From an optimization exercise on the open Yosys and OpenROAD flow, aimed at small area and a short achievable clock period; shortcuts taken in it are not production practice. The RTL was checked by simulation tests, not by an equivalence proof against the original design. No run shown here takes its clock network from TritonCTS; it comes from the design's own scripts or RTL. The flow treats the clock pin as an ideal source. Dropping or thinning the clock tree relies on that and would not hold on a real chip. Power figures rest on the tool's default switching activity, not on a simulated workload.

==> flow/flow/run.sh <==
#!/bin/bash
# Standard layout with these changes: plain buf_2 cells as the port buffers, and
# between placement and routing flow/post_place.tcl (output isolation and a
# shallow clock distribution) in place of TritonCTS.
set -euo pipefail
export BUFFER_PORTS_ARGS="-buffer_cell sky130_fd_sc_hd__buf_2"
RES=$PWD/orfs/results/sky130hd/rerok_rx/base
bash standard.sh place > place.log 2>&1
RES=$RES ISO_MIN=2 NROOT=4 NLEAF=4 LEAF=inv_16 ROOT=inv_8 \
  openroad -no_init -exit flow/post_place.tcl > post_place.log 2>&1
bash standard.sh finish > finish.log 2>&1
==> flow/flow/post_place.tcl <==
# Runs between placement and routing, in place of TritonCTS.
#
# 1. Output isolation: where the register behind an output port's buffer also
#    drives ISO_MIN or more other pins, those pins get a buf_1 of their own, so
#    that the register drives little more than the port buffer.
set plat $::env(FLOW_HOME)/platforms/sky130hd
set res $::env(RES)
read_lef $plat/lef/sky130_fd_sc_hd.tlef
read_lef $plat/lef/sky130_fd_sc_hd_merged.lef
read_liberty $plat/lib/sky130_fd_sc_hd__tt_025C_1v80.lib
read_db $res/3_place.odb
read_sdc $res/3_place.sdc
source $plat/setRC.tcl

set block [ord::get_db_block]

# --- output isolation
set iso_min $::env(ISO_MIN)
set n 0
foreach bt [$block getBTerms] {
  if {[$bt getIoType] ne "OUTPUT"} { continue }
  set buf ""
  foreach it [[$bt getNet] getITerms] {
    if {[$it isOutputSignal]} { set buf [$it getInst] }
  }
  if {$buf eq ""} { continue }
  set inet [[$buf findITerm A] getNet]
  set others {}
  foreach it [$inet getITerms] {
    if {[$it isInputSignal] && [$it getInst] ne $buf} {
      lappend others [sta::find_pin "[[$it getInst] getName]/[[$it getMTerm] getName]"]
    }
  }
  if {[llength $others] >= $iso_min} {
    insert_buffer -buffer_cell sky130_fd_sc_hd__buf_1 -net [sta::find_net [$inet getName]] -load_pins $others
    incr n
  }
}
puts "output isolation buffers: $n"

# --- clock distribution
set clknet [$block findNet clk]
$clknet setSigType CLOCK
set nroot $::env(NROOT)
set nleaf $::env(NLEAF)
set leafm [[ord::get_db] findMaster sky130_fd_sc_hd__$::env(LEAF)]
set rootm [[ord::get_db] findMaster sky130_fd_sc_hd__$::env(ROOT)]

proc bisect {pts n axis} {
  if {$n <= 1} { return [list $pts] }
  set pts [lsort -integer -index $axis $pts]
  set h [expr {[llength $pts] / 2}]
  return [concat [bisect [lrange $pts 0 [expr {$h - 1}]] [expr {$n / 2}] [expr {1 - $axis}]] \
                 [bisect [lrange $pts $h end] [expr {$n / 2}] [expr {1 - $axis}]]]
}

proc outterm {inst} {
  set t [$inst findITerm X]
  if {$t eq "NULL"} { set t [$inst findITerm Y] }
  return $t
}

proc drive {name master grp innet} {
  set block [ord::get_db_block]
  set inst [odb::dbInst_create $block $master $name]
  set net [odb::dbNet_create $block ${name}_net]
  $net setSigType CLOCK
  set sx 0
  set sy 0
  foreach e $grp {
    lassign $e x y term
    $term disconnect
    $term connect $net
    incr sx $x
    incr sy $y
  }
  [$inst findITerm A] connect $innet
  [outterm $inst] connect $net
  set cx [expr {$sx / [llength $grp]}]
  set cy [expr {$sy / [llength $grp]}]
  $inst setLocation $cx $cy
  $inst setPlacementStatus PLACED
  return [list $cx $cy [$inst findITerm A]]
}

set pts {}
foreach it [$clknet getITerms] {
  set bb [[$it getInst] getBBox]
  lappend pts [list [expr {([$bb xMin] + [$bb xMax]) / 2}] [expr {([$bb yMin] + [$bb yMax]) / 2}] $it]
}
puts "clock sinks: [llength $pts]"
set leaves {}
set g 0
foreach grp [bisect $pts $nleaf 0] {
  lappend leaves [drive clkleaf_$g $leafm $grp $clknet]
  incr g
}
if {$nroot > 0} {
  set g 0
  foreach grp [bisect $leaves $nroot 0] {
    drive clkroot_$g $rootm $grp $clknet
    incr g
  }
}

detailed_placement
check_placement -verbose
set_propagated_clock [all_clocks]
estimate_parasitics -placement
report_clock_latency
set w 0
foreach pin [all_registers -clock_pins] {
  foreach e {rise fall} { set w [expr {max($w, [get_property $pin slew_max_$e])}] }
}
puts "estimated worst clock pin slew: $w"
report_checks -path_delay max -format end -group_path_count 10
report_checks -path_delay max -fields {fanout cap slew}
write_db $res/4_1_cts.odb
write_sdc -no_timestamp $res/4_cts.sdc
==> flow/standard.sh <==
#!/bin/bash
# synth_recipe.tcl (not shown) runs the flow's synth.tcl, then flattens the netlist and writes it again
# the make line also repeats each setting of config.mk as NAME=value (left out here)
make -C /OpenROAD-flow-scripts/flow DESIGN_CONFIG=/design/flow/config.mk WORK_HOME=/design/flow/orfs CLKGATE_MAP_FILE= SYNTH_SCRIPT=/design/flow/synth_recipe.tcl "${@:-finish}"
==> flow/config.mk <==
export PLATFORM = sky130hd
export DESIGN_NAME = rerok_rx
export DESIGN_NICKNAME = rerok_rx
export VERILOG_FILES = /design/flow/design.v
export SDC_FILE = /design/flow/constraint.sdc
export NUM_CORES = 4
export LEC_CHECK = 0
export CAP_MARGIN = 20
export CORE_AREA = 2.3 2.72 113.62 111.52
export DIE_AREA = 0 0 116.045 116.045
export PLACE_DENSITY = 0.8
export SLEW_MARGIN = 20
==> flow/constraint.sdc <==
create_clock -name core_clock -period 10.0 [get_ports {clk}]
set_input_delay 2.0000 -clock core_clock [delete_from_list [all_inputs] [get_ports {clk}]]
set_output_delay 2.0000 -clock core_clock [all_outputs]
set_load 0.01 [all_outputs]
==> flow/design.v <==
module rerok_rx (
    input  wire        clk,
    input  wire        rst,           
    input  wire        from_board,    
    input  wire        sym_valid,
    input  wire [9:0]  sym,
    output reg         word_valid,
    output wire [5:0]  word_index,
    output wire [31:0] word_data,
    output reg         frame_done,
    output reg  [2:0]  frame_reason,
    output wire [7:0]  frame_type,
    output wire [15:0] frame_seq,
    output wire [7:0]  frame_len
);
    localparam [2:0] R_OK    = 3'd0;
    localparam [2:0] R_CODE  = 3'd1;
    localparam [2:0] R_TYPE  = 3'd2;
    localparam [2:0] R_LEN   = 3'd3;
    localparam [2:0] R_CRC   = 3'd4;
    localparam [2:0] R_FIELD = 3'd5;
    localparam [2:0] S_HUNT  = 3'b000;    
    localparam [2:0] S_COMMA = 3'b001;    
    localparam [2:0] S_HDR   = 3'b100;    
    localparam [2:0] S_PAY   = 3'b101;
    localparam [2:0] S_CRC   = 3'b110;
    localparam [31:0] CRC_RESIDUE = 32'hDEBB20E3;
    function [31:0] crc_byte;
        input [31:0] crc;
        input [7:0]  d;
        integer      k;
        reg   [31:0] c;
        begin
            c = crc;
            for (k = 0; k < 8; k = k + 1) begin
                if (c[0] ^ d[k])
                    c = (c >> 1) ^ 32'hEDB88320;
                else
                    c = c >> 1;
            end
            crc_byte = c;
        end
    endfunction
    reg       in_valid;
    reg       fb;              
    reg       rst_q;           
    reg [9:0] in_sym;
    always @(posedge clk) begin
        in_valid <= sym_valid & ~rst;
        fb       <= from_board;
        rst_q    <= rst;
        in_sym   <= sym;
    end
    reg        rd;             
    wire [5:0] c6 = in_sym[9:4];
    wire [3:0] c4 = in_sym[3:0];
    reg [4:0] dx;
    reg       ok6n, ok6p;
    always @(*) begin
        case (c6)
            6'b000101: begin dx = 5'd23; ok6n = 1'b0; ok6p = 1'b1; end
            6'b000110: begin dx = 5'd8; ok6n = 1'b0; ok6p = 1'b1; end
            6'b000111: begin dx = 5'd7; ok6n = 1'b0; ok6p = 1'b1; end
            6'b001001: begin dx = 5'd27; ok6n = 1'b0; ok6p = 1'b1; end
            6'b001010: begin dx = 5'd4; ok6n = 1'b0; ok6p = 1'b1; end
            6'b001011: begin dx = 5'd20; ok6n = 1'b1; ok6p = 1'b1; end
            6'b001100: begin dx = 5'd24; ok6n = 1'b0; ok6p = 1'b1; end
            6'b001101: begin dx = 5'd12; ok6n = 1'b1; ok6p = 1'b1; end
            6'b001110: begin dx = 5'd28; ok6n = 1'b1; ok6p = 1'b1; end
            6'b010001: begin dx = 5'd29; ok6n = 1'b0; ok6p = 1'b1; end
            6'b010010: begin dx = 5'd2; ok6n = 1'b0; ok6p = 1'b1; end
            6'b010011: begin dx = 5'd18; ok6n = 1'b1; ok6p = 1'b1; end
            6'b010100: begin dx = 5'd31; ok6n = 1'b0; ok6p = 1'b1; end
            6'b010101: begin dx = 5'd10; ok6n = 1'b1; ok6p = 1'b1; end
            6'b010110: begin dx = 5'd26; ok6n = 1'b1; ok6p = 1'b1; end
            6'b010111: begin dx = 5'd15; ok6n = 1'b1; ok6p = 1'b0; end
            6'b011000: begin dx = 5'd0; ok6n = 1'b0; ok6p = 1'b1; end
            6'b011001: begin dx = 5'd6; ok6n = 1'b1; ok6p = 1'b1; end
            6'b011010: begin dx = 5'd22; ok6n = 1'b1; ok6p = 1'b1; end
            6'b011011: begin dx = 5'd16; ok6n = 1'b1; ok6p = 1'b0; end
            6'b011100: begin dx = 5'd14; ok6n = 1'b1; ok6p = 1'b1; end
            6'b011101: begin dx = 5'd1; ok6n = 1'b1; ok6p = 1'b0; end
            6'b011110: begin dx = 5'd30; ok6n = 1'b1; ok6p = 1'b0; end
            6'b100001: begin dx = 5'd30; ok6n = 1'b0; ok6p = 1'b1; end
            6'b100010: begin dx = 5'd1; ok6n = 1'b0; ok6p = 1'b1; end
            6'b100011: begin dx = 5'd17; ok6n = 1'b1; ok6p = 1'b1; end
            6'b100100: begin dx = 5'd16; ok6n = 1'b0; ok6p = 1'b1; end
            6'b100101: begin dx = 5'd9; ok6n = 1'b1; ok6p = 1'b1; end
            6'b100110: begin dx = 5'd25; ok6n = 1'b1; ok6p = 1'b1; end
            6'b100111: begin dx = 5'd0; ok6n = 1'b1; ok6p = 1'b0; end
            6'b101000: begin dx = 5'd15; ok6n = 1'b0; ok6p = 1'b1; end
            6'b101001: begin dx = 5'd5; ok6n = 1'b1; ok6p = 1'b1; end
            6'b101010: begin dx = 5'd21; ok6n = 1'b1; ok6p = 1'b1; end
            6'b101011: begin dx = 5'd31; ok6n = 1'b1; ok6p = 1'b0; end
            6'b101100: begin dx = 5'd13; ok6n = 1'b1; ok6p = 1'b1; end
            6'b101101: begin dx = 5'd2; ok6n = 1'b1; ok6p = 1'b0; end
            6'b101110: begin dx = 5'd29; ok6n = 1'b1; ok6p = 1'b0; end
            6'b110001: begin dx = 5'd3; ok6n = 1'b1; ok6p = 1'b1; end
            6'b110010: begin dx = 5'd19; ok6n = 1'b1; ok6p = 1'b1; end
            6'b110011: begin dx = 5'd24; ok6n = 1'b1; ok6p = 1'b0; end
            6'b110100: begin dx = 5'd11; ok6n = 1'b1; ok6p = 1'b1; end
            6'b110101: begin dx = 5'd4; ok6n = 1'b1; ok6p = 1'b0; end
            6'b110110: begin dx = 5'd27; ok6n = 1'b1; ok6p = 1'b0; end
            6'b111000: begin dx = 5'd7; ok6n = 1'b1; ok6p = 1'b0; end
            6'b111001: begin dx = 5'd8; ok6n = 1'b1; ok6p = 1'b0; end
            6'b111010: begin dx = 5'd23; ok6n = 1'b1; ok6p = 1'b0; end
            default: begin dx = c6[4:0]; ok6n = 1'b0; ok6p = 1'b0; end
        endcase
    end
    wire alt_n = (c6 == 6'b100011) || (c6 == 6'b010011) || (c6 == 6'b001011);
    wire alt_p = (c6 == 6'b110100) || (c6 == 6'b101100) || (c6 == 6'b011100);
    reg [2:0] dy;
    reg       ok4n, ok4p;
    always @(*) begin
        ok4n = 1'b1;
        ok4p = 1'b1;
        case (c4)
            4'b1011: begin dy = 3'd0; ok4p = 1'b0; end
            4'b0100: begin dy = 3'd0; ok4n = 1'b0; end
            4'b1001:       dy = 3'd1;
            4'b0101:       dy = 3'd2;
            4'b1100: begin dy = 3'd3; ok4p = 1'b0; end
            4'b0011: begin dy = 3'd3; ok4n = 1'b0; end
            4'b1101: begin dy = 3'd4; ok4p = 1'b0; end
            4'b0010: begin dy = 3'd4; ok4n = 1'b0; end
            4'b1010:       dy = 3'd5;
            4'b0110:       dy = 3'd6;
            4'b1110: begin dy = 3'd7; ok4p = 1'b0; ok4n = ~alt_n; end
            4'b0111: begin dy = 3'd7; ok4p = 1'b0; ok4n =  alt_n; end
            4'b0001: begin dy = 3'd7; ok4n = 1'b0; ok4p = ~alt_p; end
            4'b1000: begin dy = 3'd7; ok4n = 1'b0; ok4p =  alt_p; end
            default: begin dy = c4[2:0]; ok4n = 1'b0; ok4p = 1'b0; end
        endcase
    end
    wire pos6 = (c6 == 6'b000111) || (c6 == 6'b001111) || (c6 == 6'b010111) || (c6 == 6'b011011) || (c6 == 6'b011101) || (c6 == 6'b011110) ||
                      (c6 == 6'b011111) || (c6 == 6'b100111) || (c6 == 6'b101011) || (c6 == 6'b101101) || (c6 == 6'b101110) || (c6 == 6'b101111) ||
                      (c6 == 6'b110011) || (c6 == 6'b110101) || (c6 == 6'b110110) || (c6 == 6'b110111) || (c6 == 6'b111001) || (c6 == 6'b111010) ||
                      (c6 == 6'b111011) || (c6 == 6'b111100) || (c6 == 6'b111101) || (c6 == 6'b111110) || (c6 == 6'b111111);
    wire neg6 = (c6 == 6'b000000) || (c6 == 6'b000001) || (c6 == 6'b000010) || (c6 == 6'b000011) || (c6 == 6'b000100) || (c6 == 6'b000101) ||
                      (c6 == 6'b000110) || (c6 == 6'b001000) || (c6 == 6'b001001) || (c6 == 6'b001010) || (c6 == 6'b001100) || (c6 == 6'b010000) ||
                      (c6 == 6'b010001) || (c6 == 6'b010010) || (c6 == 6'b010100) || (c6 == 6'b011000) || (c6 == 6'b100000) || (c6 == 6'b100001) ||
                      (c6 == 6'b100010) || (c6 == 6'b100100) || (c6 == 6'b101000) || (c6 == 6'b110000) || (c6 == 6'b111000);
    wire pos4 = (c4 == 4'b0011) || (c4 == 4'b0111) || (c4 == 4'b1011) || (c4 == 4'b1101) || (c4 == 4'b1110) || (c4 == 4'b1111);
    wire neg4 = (c4 == 4'b0000) || (c4 == 4'b0001) || (c4 == 4'b0010) || (c4 == 4'b0100) || (c4 == 4'b1000) || (c4 == 4'b1100);
    wire rd_mid  = pos6 | (rd & ~neg6);
    wire rd_next = pos4 | (rd_mid & ~neg4);
    wire data_n   = ok6n & (pos6 ? ok4p : ok4n);
    wire data_p   = ok6p & (neg6 ? ok4n : ok4p);
    always @(posedge clk) begin
        if (rst_q)
            rd <= 1'b0;
        else if (in_valid)
            rd <= rd_next;
    end
    reg       d_valid;
    reg [7:0] dbyte;           
    reg       is_data;         
    reg       is_comma;        
    always @(posedge clk) begin
        d_valid  <= in_valid & ~rst;
        dbyte    <= {dy, dx};
        is_data  <= rd ? data_p : data_n;
        is_comma <= rd ? (in_sym == 10'b1100000101) : (in_sym == 10'b0011111010);
    end
    reg  [2:0]  state;
    reg  [7:0]  f_type;
    reg  [15:0] f_seq;
    reg  [7:0]  f_len;
    reg  [1:0]  bc;            
    reg  [5:0]  wi;            
    reg  [31:0] crc;
    reg  [31:0] wsr;           
    reg         field_bad;
    reg         crc_end;       
    assign word_index = wi;
    assign word_data  = wsr;
    assign frame_type = f_type;
    assign frame_seq  = f_seq;
    assign frame_len  = f_len;
    reg        t_ok;           
    wire [3:0] t_lo = f_type[3:0];
    wire [5:0] len6 = f_len[5:0];
    reg type_ok;
    always @(*) begin
        case (dbyte)
            8'h03, 8'h06, 8'h09:        type_ok = 1'b1;
            8'h04, 8'h05:               type_ok = fb;
            8'h01, 8'h02, 8'h07, 8'h08: type_ok = ~fb;
            default:                    type_ok = 1'b0;
        endcase
    end
    reg len_ok;
    always @(*) begin
        case (t_lo)
            4'h1:    len_ok = (dbyte == 8'd7);
            4'h2:    len_ok = (dbyte >= 8'd3) && (dbyte <= 8'd33) && dbyte[0];
            4'h3:    len_ok = (dbyte == 8'd2);
            4'h4:    len_ok = (dbyte == 8'd2);
            4'h5:    len_ok = (dbyte >= 8'd3) && (dbyte <= 8'd35);
            4'h6:    len_ok = (dbyte == 8'd3) || (dbyte == 8'd4);
            4'h7:    len_ok = (dbyte == 8'd3);
            4'h8:    len_ok = (dbyte == 8'd4);
            default: len_ok = (dbyte >= 8'd3) && (dbyte <= 8'd19);
        endcase
    end
    wire [5:0] nrep     = wsr[29:24];
    wire [7:0] mgt_stat = wsr[31:24];
    wire [1:0] mgt_op   = wsr[17:16];
    wire [3:0] mgt_cnt  = wsr[23:20];
    wire [5:0] len_m3   = len6 - 6'd3;
    wire [5:0] len_m4   = len6 - 6'd4;
    wire is_sts = (t_lo == 4'h5);
    wire is_hb  = (t_lo == 4'h6);
    wire is_mgt = (t_lo == 4'h9);
    wire len_3  = (len6 == 6'd3);
    wire len_4  = (len6 == 6'd4);
    wire len_nrep = (nrep == len_m3);                  
    wire len_cnt  = ({2'b00, mgt_cnt} == len_m4);      
    reg field_ok;
    always @(*) begin
        field_ok = 1'b1;
        if (fb) begin
            if (is_sts)
                field_ok = len_nrep;
            else if (is_hb)
                field_ok = len_4;
            else if (is_mgt) begin
                if (mgt_stat != 8'd0 || mgt_op == 2'd1)
                    field_ok = len_3;
                else if (mgt_op == 2'd0)
                    field_ok = len_cnt;
            end
        end else begin
            if (is_hb)
                field_ok = len_3;
            else if (is_mgt) begin
                if (mgt_op == 2'd1)
                    field_ok = len_cnt;
                else if (mgt_op == 2'd0)
                    field_ok = len_3;
            end
        end
    end
    wire in_frame  = state[2];
    wire last_word = (wi + 6'd1 == len6);
    always @(posedge clk) begin
        if (d_valid) begin
            crc <= is_comma ? 32'hFFFFFFFF : crc_byte(crc, dbyte);
            bc  <= is_comma ? 2'd0 : bc + 2'd1;
            if (is_comma)
                wi <= 6'd62;
            else if (bc == 2'd0)
                wi <= wi + 6'd1;
            wsr <= {dbyte, wsr[31:8]};
            if (state == S_COMMA) begin
                f_type <= dbyte;
                t_ok   <= type_ok;
            end
            if (state == S_HDR && bc == 2'd1)
                f_seq[7:0] <= dbyte;
            if (state == S_HDR && bc == 2'd2)
                f_seq[15:8] <= dbyte;
            if (state == S_HDR && bc == 2'd3) begin
                f_len <= dbyte;
            end
            if (state == S_PAY && wi == 6'd1 && bc == 2'd3)
                field_bad <= ~field_ok;
        end
    end
    always @(posedge clk) begin
        if (rst_q)
            state <= S_HUNT;
        else if (d_valid) begin
            if (is_comma)
                state <= S_COMMA;
            else if (!is_data)
                state <= S_HUNT;
            else begin
                case (state)
                    S_COMMA:
                        state <= (dbyte == 8'hC5 || dbyte == 8'h50) ? S_HUNT : S_HDR;
                    S_HDR:
                        if (bc == 2'd3)
                            state <= (t_ok && len_ok) ? S_PAY : S_HUNT;
                    S_PAY:
                        if (bc == 2'd3 && last_word)
                            state <= S_CRC;
                    S_CRC:
                        if (bc == 2'd3)
                            state <= S_HUNT;
                    default: ;
                endcase
            end
        end
    end
    always @(posedge clk) begin
        if (rst) begin
            word_valid <= 1'b0;
            frame_done <= 1'b0;
            crc_end    <= 1'b0;
        end else begin
            word_valid <= d_valid && is_data && state == S_PAY && bc == 2'd3;
            crc_end    <= d_valid && is_data && state == S_CRC && bc == 2'd3;
            frame_done <= crc_end ||
                          (d_valid && (is_data ? (state == S_HDR && bc == 2'd3 && !(t_ok && len_ok))
                                               : in_frame));
        end
    end
    always @(posedge clk) begin
        if (crc_end)
            frame_reason <= (crc != CRC_RESIDUE) ? R_CRC :
                            field_bad ? R_FIELD : R_OK;
        else if (!is_data)
            frame_reason <= R_CODE;
        else
            frame_reason <= !t_ok ? R_TYPE : R_LEN;
    end
endmodule
==> results.sh, run 1 <==
export IMPL_outcome="finished clean"
export IMPL_cp_data_arrival_time_ns=2.74
export IMPL_stdcell_area_um2=7910
export IMPL_max_cap_violations=0
export IMPL_detailed_place_area_um2=7660
export IMPL_antenna_found_initial=0
export IMPL_synthArstFlopShare_pct=0
export IMPL_antenna_violating_nets_left=0
export IMPL_min_period_ns=2.85
export IMPL_slew_headroom_pct=28.0
export IMPL_num_nets_final=744
export IMPL_rr_startpoint="dbyte[1]"
export IMPL_synthCells=625
export IMPL_area_growth_synth_to_final_pct=11.0
export IMPL_timing_hold_worst_path_depth=0
export IMPL_wl_per_cell_um=17.8
export IMPL_synth_sequential_area_ratio_pct=54.2
export IMPL_finalWirelength_um=15800
export IMPL_criticalPathCategory="flop to flop"
export IMPL_timing_clock_skew_ns=0.0120
export IMPL_io_pins=89
export IMPL_die_area_um2=13500
export IMPL_worst_hold_margin_ns=0.454
export IMPL_worst_hold_path_endpoint="wsr[6]"
export IMPL_setup_worst_path_end_class="flop"
export IMPL_grt_overflow_total=0
export IMPL_cpPeakStageDelay_ns=0.72
export IMPL_yosysTopAreaCellShare_pct=44.7
export IMPL_drt_iter0_markers=517
export IMPL_finalSetupViolations=0
export IMPL_vias_in_the_first_global_route=5072
export IMPL_fmax_mhz=351
export IMPL_diodes=0
export IMPL_min_path_type="flop to flop"
export IMPL_fin_tns_setup_ns=0
export IMPL_mappedNetlistArea_um2=7130
export IMPL_rr_worst_depth=6
export IMPL_hold_path_startpoint="wsr[14]"
export IMPL_fin_crit_sh_pct=28.5
export IMPL_synthesis_yosys_warnings=1
export IMPL_postSynthRegisterBits=140
export IMPL_drt_pre_antenna_iters=5
export IMPL_drc_violations=0
export IMPL_path_cells="xnor2_1 -> xnor2_2 -> xnor3_1 -> xnor2_2 -> xnor2_1 -> or2_1"
export IMPL_grt_overall_usage_pct=23.3
export IMPL_synth_nets=649
export IMPL_r2r_end="crc[23]"
export IMPL_dp_hpwl_um=10500
export IMPL_floorplan_initialDensity_pct=58.8
export IMPL_worst_endpoint_required_ns=9.89
export IMPL_critical_path_peak_fanout=15
export IMPL_ys_flop_type="edfxtp_1"
export IMPL_power_leakage_nw=2.85
export IMPL_vdd_drop_max_v=0.000108
export IMPL_grt_first_pass_wirelength_um=25200
export IMPL_vias=5267
export IMPL_fraction_of_final_layout_cells_sized_beyond_drive_strength_1_pct=16.2
export IMPL_synth_area_leaders="edfxtp_1, dfxtp_1, xnor2_1, xor2_1, nand2b_1"
export IMPL_floorplan_core_area_um2=12100
export IMPL_hold_viol_final=0
export IMPL_timing_max_transition_violations_final=0
export IMPL_cp_max_stage_cell="dfxtp_1"
export IMPL_grt_setup_unrepaired="false"
export IMPL_detailed_route_vias_per_instance=5.94
export IMPL_grt_start_max_net_pins=74
export IMPL_worst_skew_pair_late_latency_ns=0.13
export IMPL_start_kind="flop"
export IMPL_timing_reg2reg_setup_slack_ns=7.15
export IMPL_number_of_buffer_cells_added_on_primary_ports=88
export IMPL_number_of_synthesized_flops_with_an_enable_pin=106
export IMPL_rows=40
export IMPL_clock_pin_slew_worst_setup_and_hold_paths_ns=0.10
export IMPL_power_density_over_cell_area_nw_per_um2=170
export IMPL_fp_dieW_um=116
export IMPL_yosysTopAreaCell="edfxtp_1"
export IMPL_power_mw=1.34
export IMPL_worst_slew_pin_transition_ns=1.08
export IMPL_globalplace_congestion=0.959
export IMPL_avgSynthCellArea_um2=11.4
export IMPL_dieHeight_um=116
export IMPL_synth_lib_cells_used_distinct=69
==> final cells by class <==
type                            instances  area [µm²]
Fill cell                             949        4200
Multi-Input combinational cell        429        3070
Timing Repair Buffer                  119         561
Tap cell                              168         210
Sequential cell                       140        3870
Inverter                               30         208
==> worst max path at each step <==
stage	slack, ns	cells past startpoint	startpoint	endpoint
global placement	7.23	6	dbyte[1]	crc[23]
floorplan	6.44	2	d_valid	f_type[0]
finish	7.15	6	dbyte[1]	crc[23]
global route	6.90	6	dbyte[1]	crc[23]
detailed placement	7.15	6	dbyte[1]	crc[23]
==> cell usage in the layout (no fill, tap or decap), types with 5 or more instances in the layout <==
master	n
a21oi_1	23
a211oi_1	7
xor2_1	34
buf_1	30
ha_1	10
inv_1	20
edfxtp_1	106
xnor2_1	58
dfxtp_1	32
a31oi_1	8
nor2b_1	10
nand2_1	32
buf_2	88
a22oi_1	7
o21ai_0	15
nor4b_1	8
mux2i_1	6
nand3_1	10
a2111oi_0	5
nand4_1	9
nor2_1	39
nand2b_1	40
nor3_1	20
==> layer usage <==
metal	global-route usage [%]	wire, µm	up-vias
met5	0	0	-
met4	6.11	360	0
li1	-	-	2446
met1	30.0	6360	2545
met3	1.52	1020	32
met2	42.7	8010	244
==> cells in the mapped netlist (all sizes together) (4+ instances only) <==
cell type	n
nand4	9
maj3	4
mux2i	6
inv	20
nor2b	10
or2	6
a21oi	23
xor2	34
edfxtp	106
nor3	21
nor3b	4
a22oi	7
o22ai	4
and3	4
nand3	10
or4	5
a31oi	8
nand2	32
xnor2	62
a2111oi	6
dfxtp	34
nor2	39
nand2b	40
o21ai	15
nor4b	9
a211oi	7
clkbuf	31
ha	10
==> flip-flops by register name (all words and copies together), names as in the netlist, 2 cells and up <==
name and count:
bc 2, crc 32, dbyte 8, f_len 8, f_seq 16, f_type 8, frame_reason 3, in_sym 10
state 3, wi 6, wsr 32
==> stage by stage <==
stage / std cells / util [%] / worst slack [ns]
after floorplan: 625 / - / 6.44
after global placement: 848 / 63.2 / 7.23
after detailed placement: 848 / 63.2 / 7.15
after global routing: 886 / 65.3 / 6.90
final: 886 / 65.3 / 7.15
==> cell families (layout without fill, tap and decap cells) <==
kind of cell | Yosys count | in the layout | synth area share (%)
adder cells (fa/ha/maj) | 14 | 14 | 2.32
XOR/XNOR | 100 | 100 | 13.4
flip-flops | 140 | 140 | 54.2
AND/OR/NAND/NOR | 209 | 209 | 16.4
buffers and inverters | 56 | 149 | 3.02
AO/OA/AOI/OAI | 100 | 100 | 9.83
multiplexers | 6 | 6 | 0.843
==> where the power goes <==
| part | switching [mW] | total, mW | internal, mW |
|---|---|---|---|
| combinational | 0.192 | 0.371 | 0.179 |
| sequential | 0.0487 | 0.743 | 0.694 |
| clock | 0.182 | 0.231 | 0.0483 |
| total | 0.423 | 1.34 | 0.922 |
==> critical path, delay by kind of cell, from the launching register on <==
kind | cells | cell delay, ns
xor+xnor | 5 | 1.68
simple gates | 1 | 0.20
flops | 1 | 0.72
==> run 2, diff against run 1 <==
==> flow/flow/run.sh (replaced) <==
#!/bin/bash
# Standard layout with these changes: plain buf_2 cells as the port buffers, and
# between placement and routing flow/post_place.tcl (output isolation, a
# shallow clock distribution and setup repair) in place of TritonCTS.
set -euo pipefail
export BUFFER_PORTS_ARGS="-buffer_cell sky130_fd_sc_hd__buf_2"
RES=$PWD/orfs/results/sky130hd/rerok_rx/base
bash standard.sh place > place.log 2>&1
RES=$RES RT_MARGIN=7.28 ISO_MIN=2 NROOT=4 NLEAF=4 LEAF=inv_16 ROOT=inv_8 \
  openroad -no_init -exit flow/post_place.tcl > post_place.log 2>&1
bash standard.sh finish > finish.log 2>&1
--- a/flow/flow/post_place.tcl
+++ b/flow/flow/post_place.tcl
@@ -3,6 +3,8 @@
 # 1. Output isolation: where the register behind an output port's buffer also
 #    drives ISO_MIN or more other pins, those pins get a buf_1 of their own, so
 #    that the register drives little more than the port buffer.
+# 3. Setup repair (resizing and buffering) aimed at a period of 10 ns less
+#    RT_MARGIN, where RT_MARGIN is above 0.
 set plat $::env(FLOW_HOME)/platforms/sky130hd
 set res $::env(RES)
 read_lef $plat/lef/sky130_fd_sc_hd.tlef
@@ -104,9 +106,16 @@
 }
 
 detailed_placement
-check_placement -verbose
 set_propagated_clock [all_clocks]
 estimate_parasitics -placement
+
+# 3. Setup repair aimed at a period of 10 ns less RT_MARGIN.
+if {$::env(RT_MARGIN) > 0} {
+  repair_timing -setup -setup_margin $::env(RT_MARGIN)
+  detailed_placement
+  estimate_parasitics -placement
+}
+check_placement -verbose
 report_clock_latency
 set w 0
 foreach pin [all_registers -clock_pins] {
==> run 2 against run 1 <==
Effect of this change:
- die area did not move
- sequential power barely moved
- routed wire length barely moved
- largest cell class unchanged
- highest routed layer unchanged
==> results.sh, run 2 <==
export IMPL_power_density_over_cell_area_nw_per_um2=169
export IMPL_met1_track_utilization_from_global_routing_pct=30.2
export IMPL_floorplan_core_area_um2=12100
export IMPL_mappedNetlistArea_um2=7130
export IMPL_finalSetupViolations=0
export IMPL_area_growth_synth_to_final_pct=11.4
export IMPL_min_period_ns=2.76
export IMPL_use_met2_pct=42.7
export IMPL_postSynthRegisterBits=140
export IMPL_floorplan_initialDensity_pct=58.8
export IMPL_path_cells="buf_2"
export IMPL_antenna_violating_nets_left=0
export IMPL_grt_overflow_total=0
export IMPL_grt_start_max_net_pins=74
export IMPL_cp_max_stage_cell="edfxtp_1"
export IMPL_source_of_the_critical_timing_path="wsr[27]"
export IMPL_worst_hold_path_endpoint="wsr[6]"
export IMPL_drc_violations=0
export IMPL_synth_xor_area_share_pct=13.4
export IMPL_grt_overall_usage_pct=23.3
export IMPL_min_path_type="flop to flop"
export IMPL_most_common_cell_after_layout_fill_and_taps_aside="edfxtp_1"
export IMPL_rr_worst_depth=6
export IMPL_synth_nets=649
export IMPL_criticalPathCategory="flop to output pin"
export IMPL_cp_data_arrival_time_ns=0.76
export IMPL_detailed_route_vias_per_instance=5.91
export IMPL_num_nets_final=747
export IMPL_worst_path_buf_inv=1
export IMPL_wl_per_cell_um=17.7
export IMPL_r2r_end="crc[23]"
export IMPL_yosysTopAreaCell="edfxtp_1"
export IMPL_synth_area_leaders="edfxtp_1, dfxtp_1, xnor2_1, xor2_1, nand2b_1"
export IMPL_outcome="finished clean"
export IMPL_timing_clock_skew_ns=0.0106
export IMPL_worst_endpoint_required_ns=8.00
export IMPL_vdd_drop_max_v=0.000108
export IMPL_max_cap_violations=0
export IMPL_main_combinational_cell_family_by_area_after_synthesis="simple AND/OR/NAND/NOR gates"
export IMPL_fmax_mhz=363
export IMPL_start_kind="flop"
export IMPL_worst_skew_pair_late_latency_ns=0.13
export IMPL_instances_no_fill=889
export IMPL_finalWirelength_um=15800
export IMPL_number_of_synthesized_flops_with_an_enable_pin=106
export IMPL_synth_lib_cells_used_distinct=69
export IMPL_fin_tns_setup_ns=0
export IMPL_timing_max_transition_violations_final=0
export IMPL_diodes=0
export IMPL_vias=5255
export IMPL_grt_setup_unrepaired="false"
export IMPL_placed_cells_incl_taps=848
export IMPL_most_common_layout_cells="edfxtp_1, buf_2, xnor2_1"
export IMPL_groute_layer_met3_usage_pct=1.52
export IMPL_fin_crit_sh_pct=27.6
export IMPL_critical_path_top_delay_family="flip-flops"
export IMPL_io_pins=89
export IMPL_timing_hold_worst_path_depth=0
export IMPL_vias_in_the_first_global_route=5093
export IMPL_number_of_buffer_cells_added_on_primary_ports=88
export IMPL_hold_viol_final=0
export IMPL_die_area_um2=13500
export IMPL_worst_slew_pin_transition_ns=1.07
export IMPL_yosysTopAreaCellShare_pct=44.7
export IMPL_fp_dieW_um=116
export IMPL_post_synth_and_or_nand_nor_area_fraction_pct=16.4
export IMPL_cpPeakStageDelay_ns=0.46
export IMPL_synthCells=625
export IMPL_fraction_of_final_layout_cells_sized_beyond_drive_strength_1_pct=17.1
export IMPL_globalplace_congestion=0.959
export IMPL_avgSynthCellArea_um2=11.4
export IMPL_power_leakage_nw=2.86
export IMPL_rr_startpoint="dbyte[3]"
export IMPL_synth_area_mux_share_pct=0.843
export IMPL_synthArstFlopShare_pct=0
export IMPL_drt_iter0_markers=506
export IMPL_rows=40
export IMPL_dp_hpwl_um=10500
export IMPL_slew_headroom_pct=28.5
export IMPL_antenna_found_initial=0
export IMPL_clock_pin_slew_worst_setup_and_hold_paths_ns=0.11
export IMPL_synthesis_yosys_warnings=1
export IMPL_largestRegisters="crc (32), wsr (32), f_seq (16)"
export IMPL_setup_worst_path_end_class="output pin"
export IMPL_ys_flop_type="edfxtp_1"
export IMPL_post_synth_top_count_cell="edfxtp_1"
export IMPL_synth_compound_area_share_pct=9.83
export IMPL_synth_sequential_area_ratio_pct=54.2
export IMPL_critical_path_peak_fanout=2
export IMPL_synth_commonest_cells="edfxtp_1, xnor2_1, nand2b_1, nor2_1"
export IMPL_grt_first_pass_wirelength_um=25300
export IMPL_drt_pre_antenna_iters=5
export IMPL_post_synth_fa_ha_maj_area_fraction_pct=2.32
export IMPL_busiest_layer="met2"
export IMPL_timing_reg2reg_setup_slack_ns=7.25
export IMPL_hold_path_startpoint="wsr[14]"
export IMPL_dieHeight_um=116
==> run 2: power by group <==
group	switching [mW]	internal, mW	total (mW)
Sequential	0.0484	0.695	0.743
Combinational	0.192	0.179	0.371
Clock	0.183	0.0483	0.231
Total	0.423	0.922	1.35
==> run 2: logic make-up after synthesis <==
group,after synthesis
mux,6
flops,140
buf+inv,56
fa+ha+maj,14
xor+xnor,100
simple gates,209
compound gates,100
==> run 2: worst max-delay path by stage <==
stage	slack, ns	cells past startpoint	end
floorplan	6.44	2	f_type[0]
global placement	7.23	6	crc[23]
detailed placement	7.15	6	crc[23]
global route	7.09	6	crc[23]
finish	7.24	1	word_data[27]
==> run 2: stage by stage <==
| stage | power [mW] | util [%] | instance area (µm²) | hold slack, ns | worst slack [ns] |
|---|---|---|---|---|---|
| after floorplan | 1.04 | - | 7130 | 0.428 | 6.44 |
| after detailed placement | 1.12 | 63.2 | 7660 | 0.428 | 7.15 |
| after global placement | 1.11 | 63.2 | 7660 | 0.426 | 7.23 |
| final | 1.35 | 65.6 | 7940 | 0.454 | 7.24 |
| after global routing | 1.42 | 65.6 | 7940 | 0.461 | 7.09 |
==> run 2: per-layer routing <==
metal / up-vias / part of all wire [%]
li1: 2455 / -
met1: 2524 / 41
met2: 243 / 51
met3: 33 / 6.3
met4: 0 / 2.4
met5: - / 0
==> run 2: cell type report <==
type | instances | area, µm²
repair buffers | 122 | 583
flip-flops and latches | 140 | 3870
inverters | 30 | 208
well taps | 168 | 210
multi-input cells | 429 | 3070
fillers | 942 | 4170
==> run 3, diff against run 2 <==
==> flow/flow/run.sh (replaced) <==
#!/bin/bash
# Standard layout with these changes:
# - synthesis: the standard flow's synthesis script, with an area-oriented ABC mapping script
#   (flow/abc_area.script) in place of ORFS's abc_speed.script; everything else
#   (registers, -nofsm -noshare, flattening, renaming) is the standard flow's own;
# - plain buf_2 cells as the port buffers;
# - between placement and routing, flow/post_place.tcl (output isolation, a
#   shallow clock distribution) in place of TritonCTS.
set -euo pipefail
RES=$PWD/orfs/results/sky130hd/rerok_rx/base
# ORFS's scripts folder, with the ABC script replaced, for the synthesis step only
rm -rf scripts
cp -r "$FLOW_HOME/scripts" scripts
cp flow/abc_area.script scripts/abc_speed.script
bash standard.sh SCRIPTS_DIR=$PWD/scripts synth > synth.log 2>&1
export BUFFER_PORTS_ARGS="-buffer_cell sky130_fd_sc_hd__buf_2"
bash standard.sh place > place.log 2>&1
RES=$RES RT_MARGIN=7.28 ISO_MIN=2 NROOT=4 NLEAF=4 LEAF=inv_16 ROOT=inv_8 \
  openroad -no_init -exit flow/post_place.tcl > post_place.log 2>&1
bash standard.sh finish > finish.log 2>&1
==> flow/flow/abc_area.script (new file) <==
&get -n
&st
&syn2
&dch
&nf -a
&put
==> run 3 against run 2 <==
Effect of this change:
- via count decreased by 2.4%
- global-route usage decreased by 0.84 points
- die area unchanged
- first-iteration DRC count increased by 35%
- highest routed layer unchanged
==> results.sh, run 3 <==
export IMPL_yosysTopAreaCellShare_pct=48.2
export IMPL_grt_setup_unrepaired="false"
export IMPL_synthCells=581
export IMPL_dieHeight_um=116
export IMPL_vdd_drop_max_v=0.000120
export IMPL_timing_max_transition_violations_final=0
export IMPL_synthArstFlopShare_pct=0
export IMPL_num_nets_final=736
export IMPL_grt_start_max_net_pins=76
export IMPL_max_cap_violations=0
export IMPL_synth_lib_cells_used_distinct=57
export IMPL_most_common_layout_cells="edfxtp_1, buf_2, nand2_1"
export IMPL_start_kind="flop"
export IMPL_diodes=0
export IMPL_most_common_cell_after_layout_fill_and_taps_aside="edfxtp_1"
export IMPL_antenna_found_initial=0
export IMPL_utilization_pct=62.3
export IMPL_cp_data_arrival_time_ns=2.65
export IMPL_grt_overflow_total=0
export IMPL_ys_flop_type="edfxtp_1"
export IMPL_critical_path_top_delay_family="XOR/XNOR gates"
export IMPL_worst_path_buf_inv=0
export IMPL_vias_in_the_first_global_route=4811
export IMPL_floorplan_initialDensity_pct=54.5
export IMPL_slew_headroom_pct=38.5
export IMPL_detailed_route_vias_per_instance=5.84
export IMPL_path_cells="xnor2_1 -> xor2_1 -> xnor2_1 -> xor2_1 -> a21oi_1 -> o21ai_0"
export IMPL_drt_pre_antenna_iters=5
export IMPL_fp_dieW_um=116
export IMPL_min_period_ns=2.77
export IMPL_fin_crit_sh_pct=27.7
export IMPL_number_of_buffer_cells_added_on_primary_ports=88
export IMPL_io_pins=89
export IMPL_postSynthRegisterBits=140
export IMPL_post_synth_top_count_cell="edfxtp_1"
export IMPL_synth_sequential_area_ratio_pct=58.5
export IMPL_hold_viol_final=0
export IMPL_number_of_synthesized_flops_with_an_enable_pin=106
export IMPL_fraction_of_final_layout_cells_sized_beyond_drive_strength_1_pct=14.6
export IMPL_floorplan_core_area_um2=12100
export IMPL_critical_path_peak_fanout=13
export IMPL_min_path_type="flop to flop"
export IMPL_yosysTopAreaCell="edfxtp_1"
export IMPL_globalplace_congestion=0.910
export IMPL_criticalPathCategory="flop to flop"
export IMPL_vias=5129
export IMPL_die_area_um2=13500
export IMPL_worst_slew_pin_transition_ns=0.922
export IMPL_synth_commonest_cells="edfxtp_1, nand2_1, nor2_1, xnor2_1, a21oi_1"
export IMPL_grt_overall_usage_pct=22.5
export IMPL_grt_first_pass_wirelength_um=24400
export IMPL_fin_tns_setup_ns=0
export IMPL_finalWirelength_um=15500
export IMPL_largestRegisters="crc (32), wsr (32), f_seq (16)"
export IMPL_outcome="finished clean"
export IMPL_cpPeakStageDelay_ns=0.76
export IMPL_drt_iter0_markers=684
export IMPL_synth_nets=605
export IMPL_synth_area_leaders="edfxtp_1, dfxtp_1, xnor2_1, xor2_1, nand2_1"
export IMPL_timing_reg2reg_setup_slack_ns=7.23
export IMPL_power_density_over_cell_area_nw_per_um2=168
export IMPL_wl_per_cell_um=17.6
export IMPL_timing_clock_skew_ns=0.0113
export IMPL_worst_endpoint_required_ns=9.88
export IMPL_clock_pin_slew_worst_setup_and_hold_paths_ns=0.11
export IMPL_fmax_mhz=362
export IMPL_mappedNetlistArea_um2=6600
export IMPL_synthesis_yosys_warnings=1
export IMPL_cp_max_stage_cell="xnor2_1"
export IMPL_finalSetupViolations=0
export IMPL_dp_hpwl_um=10700
export IMPL_worst_skew_pair_late_latency_ns=0.13
export IMPL_avgSynthCellArea_um2=11.4
export IMPL_power_leakage_nw=2.67
export IMPL_area_growth_synth_to_final_pct=14.2
export IMPL_power_mw=1.27
export IMPL_drc_violations=0
export IMPL_rows=40
export IMPL_antenna_violating_nets_left=0
export IMPL_setup_worst_path_end_class="flop"
-- run 3: cell count changes after synthesis, sizes merged, moves of 12 or more --
cell | previous run | this run
nand2 | 32 | 56
clkinv | 2 | 18
o21ai | 15 | 35
xnor2 | 62 | 42
inv | 20 | 0
nand3 | 10 | 22
a21oi | 23 | 41
clkbuf | 31 | 0
nand2b | 40 | 8
-- run 3: where the power goes --
part           internal [mW]  switching [mW]
combinational          0.127           0.180
sequential             0.688          0.0416
clock                 0.0484           0.185
-- run 3: worst paths after layout --
check / from / endpoint / cells past startpoint
worst min register to register: wsr[15] / wsr[7] / 0
worst max-delay path: dbyte[3] / crc[19] / 6
worst min-delay path: wsr[15] / wsr[7] / 0
worst max register to register: dbyte[3] / crc[19] / 6
-- run 3: metrics by stage --
step / instances / instance area, µm² / hold slack (ns) / worst slack, ns
2_1_floorplan: 581 / 6600 / 0.412 / 6.69
3_3_place_gp: 840 / 7280 / 0.429 / 7.23
3_5_place_dp: 840 / 7280 / 0.440 / 7.04
5_1_grt: 878 / 7540 / 0.477 / 6.95
6_report: 878 / 7540 / 0.461 / 7.23
-- run 3: final cells by class --
class | instances | area [µm²]
fill | 968 | 4570
sequential | 140 | 3860
multi-input combinational | 423 | 2700
timing repair buffer | 121 | 577
tap | 168 | 210
inverter | 26 | 193
-- run 3: kinds of logic after synthesis --
kind of cell             synth area share (%)
adder cells (fa/ha/maj)                  2.05
AO/OA/AOI/OAI                            12.4
XOR/XNOR                                 10.7
AND/OR/NAND/NOR                          15.0
multiplexers                            0.303
buffers and inverters                    1.02
flip-flops                               58.5
-- run 3: worst register-to-register path: cells and delay by family (launching register included) --
family	cells	cell delay, ns
AO/OA/AOI/OAI	2	0.27
XOR/XNOR	4	1.79
flip-flops	1	0.48
-- run 3: metal layers --
layer / share of wire (%) / wire length (µm) / vias to the layer above / global-route usage [%]
li1: - / - / 2426 / -
met1: 41 / 6430 / 2464 / 30.1
met2: 51 / 7860 / 216 / 40.8
met3: 6.0 / 926 / 23 / 1.73
met4: 1.8 / 284 / 0 / 4.21
met5: 0 / 0 / - / 0
==> run 4, diff against run 3 <==
--- a/flow/flow/run.sh
+++ b/flow/flow/run.sh
@@ -15,6 +15,6 @@
 bash standard.sh SCRIPTS_DIR=$PWD/scripts synth > synth.log 2>&1
 export BUFFER_PORTS_ARGS="-buffer_cell sky130_fd_sc_hd__buf_2"
 bash standard.sh place > place.log 2>&1
-RES=$RES RT_MARGIN=7.28 ISO_MIN=2 NROOT=4 NLEAF=4 LEAF=inv_16 ROOT=inv_8 \
+RES=$RES RT_MARGIN=7.4 ISO_MIN=2 NROOT=4 NLEAF=4 LEAF=inv_16 ROOT=inv_8 \
   openroad -no_init -exit flow/post_place.tcl > post_place.log 2>&1
-bash standard.sh finish > finish.log 2>&1
+SETUP_SLACK_MARGIN=7.3 bash standard.sh finish > finish.log 2>&1
==> run 4 against run 3 <==
Effect of this change:
- core utilization rose by 2.4 points
- register-to-register slack improved by 0.15 ns
- synthesized cell count did not move
- worst setup slack improved by 0.020 ns
- combinational power rose by 2%
- synthesized area did not move
- first-iteration DRC count rose by 6.9%
==> results.sh, run 4 <==
export IMPL_die_area_um2=13500
export IMPL_post_synth_and_or_nand_nor_area_fraction_pct=15.0
export IMPL_setup_worst_path_end_class="output pin"
export IMPL_finalWirelength_um=16800
export IMPL_cp_data_arrival_time_ns=0.75
export IMPL_area_growth_synth_to_final_pct=18.5
export IMPL_dp_hpwl_um=10700
export IMPL_yosysTopAreaCell="edfxtp_1"
export IMPL_synth_area_leaders="edfxtp_1, dfxtp_1, xnor2_1, xor2_1, nand2_1"
export IMPL_avgSynthCellArea_um2=11.4
export IMPL_start_kind="flop"
export IMPL_diodes=0
export IMPL_fmax_mhz=364
export IMPL_post_synth_top_count_cell="edfxtp_1"
export IMPL_fraction_of_final_layout_cells_sized_beyond_drive_strength_1_pct=19.6
export IMPL_timing_max_transition_violations_final=0
export IMPL_n_fill_cell=899
export IMPL_path_cells="buf_2"
export IMPL_floorplan_initialDensity_pct=54.5
export IMPL_placed_cells_incl_taps=840
export IMPL_fp_dieW_um=116
export IMPL_outcome="finished clean"
export IMPL_instances_no_fill=906
export IMPL_mappedNetlistArea_um2=6600
export IMPL_cp_max_stage_cell="edfxtp_1"
export IMPL_dieHeight_um=116
export IMPL_vias=5396
export IMPL_grt_setup_unrepaired="true"
export IMPL_criticalPathCategory="flop to output pin"
export IMPL_max_cap_violations=0
export IMPL_vias_in_the_first_global_route=4976
export IMPL_fin_tns_setup_ns=0
export IMPL_drc_violations=0
export IMPL_most_common_cell_after_layout_fill_and_taps_aside="edfxtp_1"
export IMPL_grt_overflow_total=0
export IMPL_worst_skew_pair_late_latency_ns=0.13
export IMPL_min_path_type="flop to flop"
export IMPL_stdcell_area_um2=7830
export IMPL_synth_compound_area_share_pct=12.4
export IMPL_slew_headroom_pct=50.5
export IMPL_floorplan_core_area_um2=12100
export IMPL_synth_nets=605
export IMPL_post_synth_fa_ha_maj_area_fraction_pct=2.05
export IMPL_drt_pre_antenna_iters=6
export IMPL_vdd_drop_max_v=0.000119
export IMPL_grt_start_max_net_pins=76
export IMPL_cpPeakStageDelay_ns=0.45
export IMPL_power_mw=1.28
export IMPL_power_leakage_nw=2.84
export IMPL_ys_flop_type="edfxtp_1"
export IMPL_largestRegisters="crc (32), wsr (32), f_seq (16)"
export IMPL_power_density_over_cell_area_nw_per_um2=163
export IMPL_synthArstFlopShare_pct=0
export IMPL_synth_area_mux_share_pct=0.303
export IMPL_number_of_synthesized_flops_with_an_enable_pin=106
export IMPL_globalplace_congestion=0.910
export IMPL_hold_viol_final=0
export IMPL_num_nets_final=764
export IMPL_timing_clock_skew_ns=0.0145
export IMPL_antenna_found_initial=0
export IMPL_fin_crit_sh_pct=27.5
export IMPL_detailed_place_area_um2=7280
export IMPL_postSynthRegisterBits=140
export IMPL_io_pins=89
export IMPL_antenna_violating_nets_left=0
export IMPL_synth_sequential_area_ratio_pct=58.5
export IMPL_drt_iter0_markers=731
export IMPL_grt_overall_usage_pct=23.3
export IMPL_critical_path_top_delay_family="flip-flops"
export IMPL_grt_first_pass_wirelength_um=25200
export IMPL_worst_slew_pin_transition_ns=0.740
export IMPL_main_combinational_cell_family_by_area_after_synthesis="simple AND/OR/NAND/NOR gates"
export IMPL_worst_endpoint_required_ns=8.00
export IMPL_synthesis_yosys_warnings=1
export IMPL_yosysTopAreaCellShare_pct=48.2
export IMPL_rows=40
export IMPL_synth_commonest_cells="edfxtp_1, nand2_1, nor2_1, xnor2_1, a21oi_1"
export IMPL_wl_per_cell_um=18.5
export IMPL_most_common_layout_cells="edfxtp_1, buf_2, nand2_1"
export IMPL_detailed_route_vias_per_instance=5.96
export IMPL_number_of_buffer_cells_added_on_primary_ports=88
export IMPL_worst_path_buf_inv=1
export IMPL_synthCells=581
export IMPL_synth_lib_cells_used_distinct=57
export IMPL_clock_pin_slew_worst_setup_and_hold_paths_ns=0.11
export IMPL_synth_xor_area_share_pct=10.7
export IMPL_finalSetupViolations=0
export IMPL_min_period_ns=2.75
export IMPL_critical_path_peak_fanout=2
-- run 4: routing by layer --
| layer | GRT usage [%] | routed length, µm | part of all wire, % | up-vias |
|---|---|---|---|---|
| li1 | - | - | - | 2483 |
| met1 | 30.2 | 6460 | 38 | 2582 |
| met2 | 42.3 | 8660 | 52 | 285 |
| met3 | 2.09 | 1240 | 7.4 | 46 |
| met4 | 5.63 | 450 | 2.7 | 0 |
| met5 | 0 | 0 | 0 | - |
-- run 4: power breakdown --
part | internal (mW) | total, mW | switching [mW] | leakage, nW
clock | 0.0484 | 0.234 | 0.185 | 0.0633
sequential | 0.688 | 0.730 | 0.0422 | 1.24
combinational | 0.130 | 0.313 | 0.182 | 1.53
total | 0.867 | 1.28 | 0.410 | 2.84
-- run 4: worst paths after layout --
| check | start | to | slack, ns | depth (start not counted) |
|---|---|---|---|---|
| hold / removal | crc_end | frame_reason[1] | 0.48 | 1 |
| setup / recovery | f_len[0] | frame_len[0] | 7.25 | 1 |
| hold reg to reg | crc_end | frame_reason[1] | 0.48 | 1 |
| setup reg to reg | f_len[3] | field_bad | 7.38 | 11 |
-- run 4: logic make-up (layout without fill, tap and decap cells) --
| kind of cell | count (synthesis) | in the layout |
|---|---|---|
| xor gates and xnor gates | 81 | 81 |
| muxes | 2 | 2 |
| adders and majority gates | 11 | 11 |
| buffers and inverters | 18 | 175 |
| DFF | 140 | 140 |
| and+or+nand+nor | 197 | 197 |
| AOI/OAI and AO/OA | 132 | 132 |
-- run 4: final cells by class --
class	instances	area (µm²)	area share (%)
inverter	26	193	2.46
timing repair buffer	149	803	10.3
multi-input combinational	423	2750	35.1
sequential	140	3870	49.5
tap	168	210	2.69
-- run 4: metrics by stage --
stage | setup slack [ns] | hold slack (ns) | util [%]
global placement | 7.23 | 0.429 | 60.1
detailed placement | 7.04 | 0.440 | 60.1
finish | 7.25 | 0.476 | 64.6
global route | 7.23 | 0.499 | 64.6
floorplan | 6.69 | 0.412 | -
==> run 5, diff against run 4 <==
--- a/flow/flow/run.sh
+++ b/flow/flow/run.sh
@@ -15,6 +15,6 @@
 bash standard.sh SCRIPTS_DIR=$PWD/scripts synth > synth.log 2>&1
 export BUFFER_PORTS_ARGS="-buffer_cell sky130_fd_sc_hd__buf_2"
 bash standard.sh place > place.log 2>&1
-RES=$RES RT_MARGIN=7.4 ISO_MIN=2 NROOT=4 NLEAF=4 LEAF=inv_16 ROOT=inv_8 \
+RES=$RES RT_MARGIN=7.5 ISO_MIN=2 NROOT=4 NLEAF=4 LEAF=inv_16 ROOT=inv_8 \
   openroad -no_init -exit flow/post_place.tcl > post_place.log 2>&1
-SETUP_SLACK_MARGIN=7.3 bash standard.sh finish > finish.log 2>&1
+SETUP_SLACK_MARGIN=7.35 bash standard.sh finish > finish.log 2>&1
==> run 5 against run 4 <==
Effect of this change:
- register-to-register slack worse by 0.18 ns
- sequential cell count stayed put
- routed wire length is 2.4% higher
- combinational power is 3% higher
- via count is 0.22% higher
- fmax is 2.0% lower
- still clean on timing, DRC and antenna
- final cell count is 0.22% higher
- sequential share of layout area is 0.42 points lower
- synthesized cell count stayed put
- highest routed layer unchanged
- die area stayed put
- worst hold slack worse by 0.0057 ns
==> results.sh, run 5 <==
export IMPL_ys_flop_type="edfxtp_1"
export IMPL_clock_pin_slew_worst_setup_and_hold_paths_ns=0.11
export IMPL_io_pins=89
export IMPL_detailed_route_vias_per_instance=5.96
export IMPL_timing_clock_skew_ns=0.0105
export IMPL_critical_path_peak_fanout=8
export IMPL_start_kind="flop"
export IMPL_min_period_ns=2.80
export IMPL_rr_worst_depth=11
export IMPL_grt_setup_unrepaired="true"
export IMPL_synth_commonest_cells="edfxtp_1, nand2_1, nor2_1, xnor2_1, a21oi_1"
export IMPL_fraction_of_final_layout_cells_sized_beyond_drive_strength_1_pct=20.5
export IMPL_grt_first_pass_wirelength_um=25200
export IMPL_drt_pre_antenna_iters=6
export IMPL_dp_hpwl_um=10700
export IMPL_worst_skew_pair_late_latency_ns=0.13
export IMPL_floorplan_initialDensity_pct=54.5
export IMPL_finalWirelength_um=17200
export IMPL_utilization_pct=65.2
export IMPL_worst_slew_pin_transition_ns=0.729
export IMPL_vdd_drop_max_v=0.000120
export IMPL_avgSynthCellArea_um2=11.4
export IMPL_synthArstFlopShare_pct=0
export IMPL_critical_path_most_common_cell="nand3_1"
export IMPL_finalSetupViolations=0
export IMPL_grt_overflow_total=0
export IMPL_power_mw=1.29
export IMPL_hold_viol_final=0
export IMPL_detailed_place_area_um2=7280
export IMPL_mappedNetlistArea_um2=6600
export IMPL_fmax_mhz=357
export IMPL_yosysTopAreaCellShare_pct=48.2
export IMPL_rr_startpoint="f_len[2]"
export IMPL_r2r_end="field_bad"
export IMPL_worst_hold_path_endpoint="wsr[0]"
export IMPL_most_common_layout_cells="edfxtp_1, buf_2, nand2_1"
export IMPL_synth_area_leaders="edfxtp_1, dfxtp_1, xnor2_1, xor2_1, nand2_1"
export IMPL_power_leakage_nw=2.85
export IMPL_fp_dieW_um=116
export IMPL_post_synth_top_count_cell="edfxtp_1"
export IMPL_synth_lib_cells_used_distinct=57
export IMPL_hold_path_startpoint="wsr[8]"
export IMPL_synthCells=581
export IMPL_max_cap_violations=0
export IMPL_cpPeakStageDelay_ns=0.41
export IMPL_antenna_found_initial=0
export IMPL_vias_in_the_first_global_route=4998
export IMPL_min_path_type="flop to flop"
export IMPL_worst_endpoint_required_ns=9.89
export IMPL_criticalPathCategory="flop to flop"
export IMPL_outcome="finished clean"
export IMPL_timing_max_transition_violations_final=0
export IMPL_vias=5408
export IMPL_postSynthRegisterBits=140
export IMPL_setup_worst_path_end_class="flop"
export IMPL_path_cells="buf_4 -> buf_2 -> clkinv_1 -> ha_1 -> xnor2_2 -> nand3_1 -> nor4_2 -> nor3_1 -> o21ai_0 -> nand3_1 -> a31o_1"
export IMPL_timing_reg2reg_setup_slack_ns=7.20
export IMPL_power_density_over_cell_area_nw_per_um2=163
export IMPL_globalplace_congestion=0.910
export IMPL_dp_slack_ns=7.04
export IMPL_worst_slack_ns=7.20
export IMPL_timing_hold_worst_path_depth=0
export IMPL_antenna_violating_nets_left=0
export IMPL_fin_tns_setup_ns=0
export IMPL_cp_data_arrival_time_ns=2.70
export IMPL_num_nets_final=766
export IMPL_slew_headroom_pct=51.1
export IMPL_grt_start_max_net_pins=76
export IMPL_most_common_cell_after_layout_fill_and_taps_aside="edfxtp_1"
export IMPL_dieHeight_um=116
export IMPL_wl_per_cell_um=19.0
export IMPL_synth_nets=605
export IMPL_synth_sequential_area_ratio_pct=58.5
export IMPL_largestRegisters="crc (32), wsr (32), f_seq (16)"
export IMPL_worst_path_buf_inv=3
export IMPL_synthesis_yosys_warnings=1
export IMPL_number_of_synthesized_flops_with_an_enable_pin=106
export IMPL_number_of_buffer_cells_added_on_primary_ports=88
export IMPL_rows=40
export IMPL_die_area_um2=13500
export IMPL_critical_path_top_delay_family="simple AND/OR/NAND/NOR gates"
export IMPL_drt_iter0_markers=739
export IMPL_drc_violations=0
export IMPL_grt_overall_usage_pct=23.4
export IMPL_cp_max_stage_cell="edfxtp_1"
export IMPL_area_growth_synth_to_final_pct=19.6
export IMPL_floorplan_core_area_um2=12100
export IMPL_fin_crit_sh_pct=28.0
export IMPL_diodes=0
export IMPL_yosysTopAreaCell="edfxtp_1"
export IMPL_stdcell_area_um2=7900
[run 5: power by group]
group | switching (mW) | internal (mW)
combinational | 0.187 | 0.135
clock | 0.185 | 0.0484
sequential | 0.0439 | 0.688
[run 5: cells by family (layout without fill, tap and decap cells)]
kind of cell    after synthesis  after routing  share of synthesized area (%)
simple gates                197            197                           15.0
flops                       140            140                           58.5
compound gates              132            132                           12.4
fa+ha+maj                    11             11                           2.05
mux                           2              2                          0.303
buf+inv                      18            177                           1.02
xor+xnor                     81             81                           10.7
[run 5: layout make-up]
type | count | area, µm²
fill | 882 | 4210
inverter | 26 | 193
multi-input combinational | 423 | 2800
sequential | 140 | 3880
tap | 168 | 210
timing repair buffer | 151 | 825
[run 5: how the worst max path moves through the flow]
| stage | start | endpoint | slack [ns] | depth (start not counted) |
|---|---|---|---|---|
| final | f_len[2] | field_bad | 7.20 | 11 |
| after global routing | f_len[2] | field_bad | 7.13 | 11 |
| after detailed placement | dbyte[1] | crc[20] | 7.04 | 6 |
| after global placement | dbyte[1] | crc[23] | 7.23 | 6 |
| after floorplan | d_valid | state[0] | 6.69 | 6 |
[run 5: per-stage QoR]
step / cells / hold slack, ns
after global routing: 908 / 0.480
after detailed placement: 840 / 0.440
after floorplan: 581 / 0.412
after global placement: 840 / 0.429
final: 908 / 0.470
[run 5: layer usage]
layer	track usage (%)	up-vias	routed length (µm)
met1	30.5	2589	6590
met4	5.79	0	530
met2	42.4	284	8910
met3	2.09	52	1180
li1	-	2483	-
met5	0	-	0
==> run 6, diff against run 5 <==
--- a/flow/flow/run.sh
+++ b/flow/flow/run.sh
@@ -5,7 +5,9 @@
 #   (registers, -nofsm -noshare, flattening, renaming) is the standard flow's own;
 # - plain buf_2 cells as the port buffers;
 # - between placement and routing, flow/post_place.tcl (output isolation, a
-#   shallow clock distribution) in place of TritonCTS.
+#   shallow clock distribution and setup repair) in place of TritonCTS.
+# Each tool's output goes to a log of its own here (synth.log, place.log,
+# post_place.log, finish.log) besides ORFS's own logs under orfs/logs.
 set -euo pipefail
 RES=$PWD/orfs/results/sky130hd/rerok_rx/base
 # ORFS's scripts folder, with the ABC script replaced, for the synthesis step only
@@ -15,6 +17,6 @@
 bash standard.sh SCRIPTS_DIR=$PWD/scripts synth > synth.log 2>&1
 export BUFFER_PORTS_ARGS="-buffer_cell sky130_fd_sc_hd__buf_2"
 bash standard.sh place > place.log 2>&1
-RES=$RES RT_MARGIN=7.5 ISO_MIN=2 NROOT=4 NLEAF=4 LEAF=inv_16 ROOT=inv_8 \
+RES=$RES RT_MARGIN=7.38 ISO_MIN=2 NROOT=4 NLEAF=4 LEAF=inv_16 ROOT=inv_8 \
   openroad -no_init -exit flow/post_place.tcl > post_place.log 2>&1
-SETUP_SLACK_MARGIN=7.35 bash standard.sh finish > finish.log 2>&1
+bash standard.sh finish > finish.log 2>&1
==> run 6 against run 5 <==
Effect of this change:
- highest routed layer unchanged
- still clean on timing, DRC and antenna
- sequential share of layout area grew 1.0 points
- die area is the same
- global-route usage shrank 0.13 points
- synthesized area is the same
==> results.sh, run 6 <==
export IMPL_outcome="finished clean"
export IMPL_criticalPathCategory="flop to output pin"
export IMPL_critical_path_top_delay_family="flip-flops"
export IMPL_timing_clock_skew_ns=0.0128
export IMPL_timing_hold_worst_path_depth=0
export IMPL_max_cap_violations=0
export IMPL_antenna_violating_nets_left=0
export IMPL_min_period_ns=2.75
export IMPL_grt_overflow_total=0
export IMPL_rr_worst_depth=11
export IMPL_power_density_over_cell_area_nw_per_um2=165
export IMPL_largestRegisters="crc (32), wsr (32), f_seq (16)"
export IMPL_vias=5330
export IMPL_worst_slack_ns=7.25
export IMPL_vdd_drop_max_v=0.000119
export IMPL_most_common_cell_after_layout_fill_and_taps_aside="edfxtp_1"
export IMPL_postSynthRegisterBits=140
export IMPL_r2r_end="field_bad"
export IMPL_critical_path_peak_fanout=2
export IMPL_cp_max_stage_cell="edfxtp_1"
export IMPL_antenna_found_initial=0
export IMPL_number_of_synthesized_flops_with_an_enable_pin=106
export IMPL_drc_violations=0
export IMPL_worst_slew_pin_transition_ns=0.818
export IMPL_synth_area_leaders="edfxtp_1, dfxtp_1, xnor2_1, xor2_1, nand2_1"
export IMPL_worst_path_buf_inv=1
export IMPL_setup_worst_path_end_class="output pin"
export IMPL_wl_per_cell_um=18.1
export IMPL_synth_lib_cells_used_distinct=57
export IMPL_cpPeakStageDelay_ns=0.45
export IMPL_grt_start_max_net_pins=76
export IMPL_detailed_place_area_um2=7280
export IMPL_floorplan_core_area_um2=12100
export IMPL_power_leakage_nw=2.78
export IMPL_timing_max_transition_violations_final=0
export IMPL_num_nets_final=754
export IMPL_ys_flop_type="edfxtp_1"
export IMPL_detailed_route_vias_per_instance=5.95
export IMPL_fraction_of_final_layout_cells_sized_beyond_drive_strength_1_pct=17.7
export IMPL_synth_sequential_area_ratio_pct=58.5
export IMPL_area_growth_synth_to_final_pct=16.9
export IMPL_synth_commonest_cells="edfxtp_1, nand2_1, nor2_1, xnor2_1, a21oi_1"
export IMPL_io_pins=89
export IMPL_most_common_layout_cells="edfxtp_1, buf_2, nand2_1"
export IMPL_synth_nets=605
export IMPL_yosysTopAreaCellShare_pct=48.2
export IMPL_cp_data_arrival_time_ns=0.75
export IMPL_floorplan_initialDensity_pct=54.5
export IMPL_placed_cells_incl_taps=840
export IMPL_dieHeight_um=116
export IMPL_die_area_um2=13500
export IMPL_hold_viol_final=0
export IMPL_finalSetupViolations=0
export IMPL_worst_endpoint_required_ns=8.00
export IMPL_drt_pre_antenna_iters=6
export IMPL_grt_first_pass_wirelength_um=25200
export IMPL_grt_setup_unrepaired="false"
export IMPL_fmax_mhz=363
export IMPL_slew_headroom_pct=45.4
export IMPL_worst_skew_pair_late_latency_ns=0.13
export IMPL_globalplace_congestion=0.910
export IMPL_rows=40
export IMPL_min_path_type="flop to flop"
export IMPL_synthArstFlopShare_pct=0
export IMPL_mappedNetlistArea_um2=6600
export IMPL_avgSynthCellArea_um2=11.4
export IMPL_diodes=0
export IMPL_post_synth_top_count_cell="edfxtp_1"
export IMPL_start_kind="flop"
export IMPL_yosysTopAreaCell="edfxtp_1"
export IMPL_number_of_buffer_cells_added_on_primary_ports=88
export IMPL_dp_slack_ns=7.04
export IMPL_path_cells="buf_2"
export IMPL_stdcell_area_um2=7720
export IMPL_fin_tns_setup_ns=0
export IMPL_finalWirelength_um=16200
export IMPL_vias_in_the_first_global_route=4976
export IMPL_instances_no_fill=896
export IMPL_dp_hpwl_um=10700
export IMPL_rr_startpoint="f_len[2]"
export IMPL_clock_pin_slew_worst_setup_and_hold_paths_ns=0.11
export IMPL_synthesis_yosys_warnings=1
export IMPL_drt_iter0_markers=768
export IMPL_worst_hold_path_endpoint="wsr[3]"
export IMPL_grt_overall_usage_pct=23.3
export IMPL_hold_path_startpoint="wsr[11]"
export IMPL_timing_reg2reg_setup_slack_ns=7.31
export IMPL_synthCells=581
export IMPL_fin_crit_sh_pct=27.5
export IMPL_fp_dieW_um=116
==> run 6: cell counts after synthesis <==
No cell type changed its count.
==> run 6: cells by family (layout without fill, tap and decap cells) <==
logic type	Yosys count	after routing	share of synthesized area, %
AOI/OAI and AO/OA	132	132	12.4
xor gates and xnor gates	81	81	10.7
adders and majority gates	11	11	2.05
buffers and inverters	18	165	1.02
DFF	140	140	58.5
muxes	2	2	0.303
and+or+nand+nor	197	197	15.0
==> run 6: power breakdown <==
group          switching (mW)  internal, mW  total, mW
registers              0.0423         0.688      0.730
logic                   0.183         0.130      0.313
clock network           0.184        0.0484      0.232
total                   0.409         0.866       1.28
==> run 6: worst max path at each step <==
stage | startpoint | end | slack (ns) | cells after the start
2_1_floorplan | d_valid | state[0] | 6.69 | 6
3_3_place_gp | dbyte[1] | crc[23] | 7.23 | 6
3_5_place_dp | dbyte[1] | crc[20] | 7.04 | 6
5_1_grt | dbyte[0] | crc[19] | 7.14 | 6
6_report | f_len[1] | frame_len[1] | 7.25 | 1
==> run 6: area by class of cell <==
| type | instances | area, µm² |
|---|---|---|
| repair buffers | 139 | 716 |
| multi-input cells | 423 | 2730 |
| well taps | 168 | 210 |
| flip-flops and latches | 140 | 3870 |
| inverters | 26 | 193 |
| fillers | 920 | 4390 |
==> run 6: metal layers <==
layer	global-route usage, %	vias to the layer above	wire length (µm)	part of all wire (%)
li1	-	2460	-	-
met1	30.3	2539	6400	40
met2	42.3	288	8170	51
met3	2.09	43	1160	7.2
met4	5.63	0	442	2.7
met5	0	-	0	0
==> run 6: per-stage QoR <==
| stage | hold slack (ns) | utilization, % | total power [mW] |
|---|---|---|---|
| 2_1_floorplan | 0.412 | - | 0.963 |
| 3_3_place_gp | 0.429 | 60.1 | 1.02 |
| 3_5_place_dp | 0.440 | 60.1 | 1.04 |
| 5_1_grt | 0.480 | 63.7 | 1.33 |
| 6_report | 0.463 | 63.7 | 1.28 |

==> afterwards: timing with drivers on the ports <==
Ports are ideal in the flow. The routed layouts listed here were re-timed in OpenROAD. Step 1 (the two cells are an assumption about what drives the block):
set clk [get_ports {clk}]
set_driving_cell -lib_cell sky130_fd_sc_hd__clkbuf_16 $clk
set_driving_cell -lib_cell sky130_fd_sc_hd__buf_2 [delete_from_list [all_inputs] $clk]
Step 2 also shifts input and output timing later by t, the mid clock arrival at the registers, as if the neighbouring blocks saw the same clock. Slacks: ideal ports / drivers / drivers and shift; pairs: ideal ports / drivers.
run	t, ns	setup slack, ns	cell pins on the clock port's net
run 1	0.250	7.149 / 7.120 / 7.149	4
run 2	0.249	7.242 / 7.116 / 7.249	4
run 3	0.255	7.234 / 7.133 / 7.234	4
run 4	0.254	7.253 / 7.124 / 7.378	4
run 5	0.251	7.196 / 7.115 / 7.196	4
run 6	0.254	7.246 / 7.116 / 7.313	4
After both steps setup and hold are still met in every run listed.
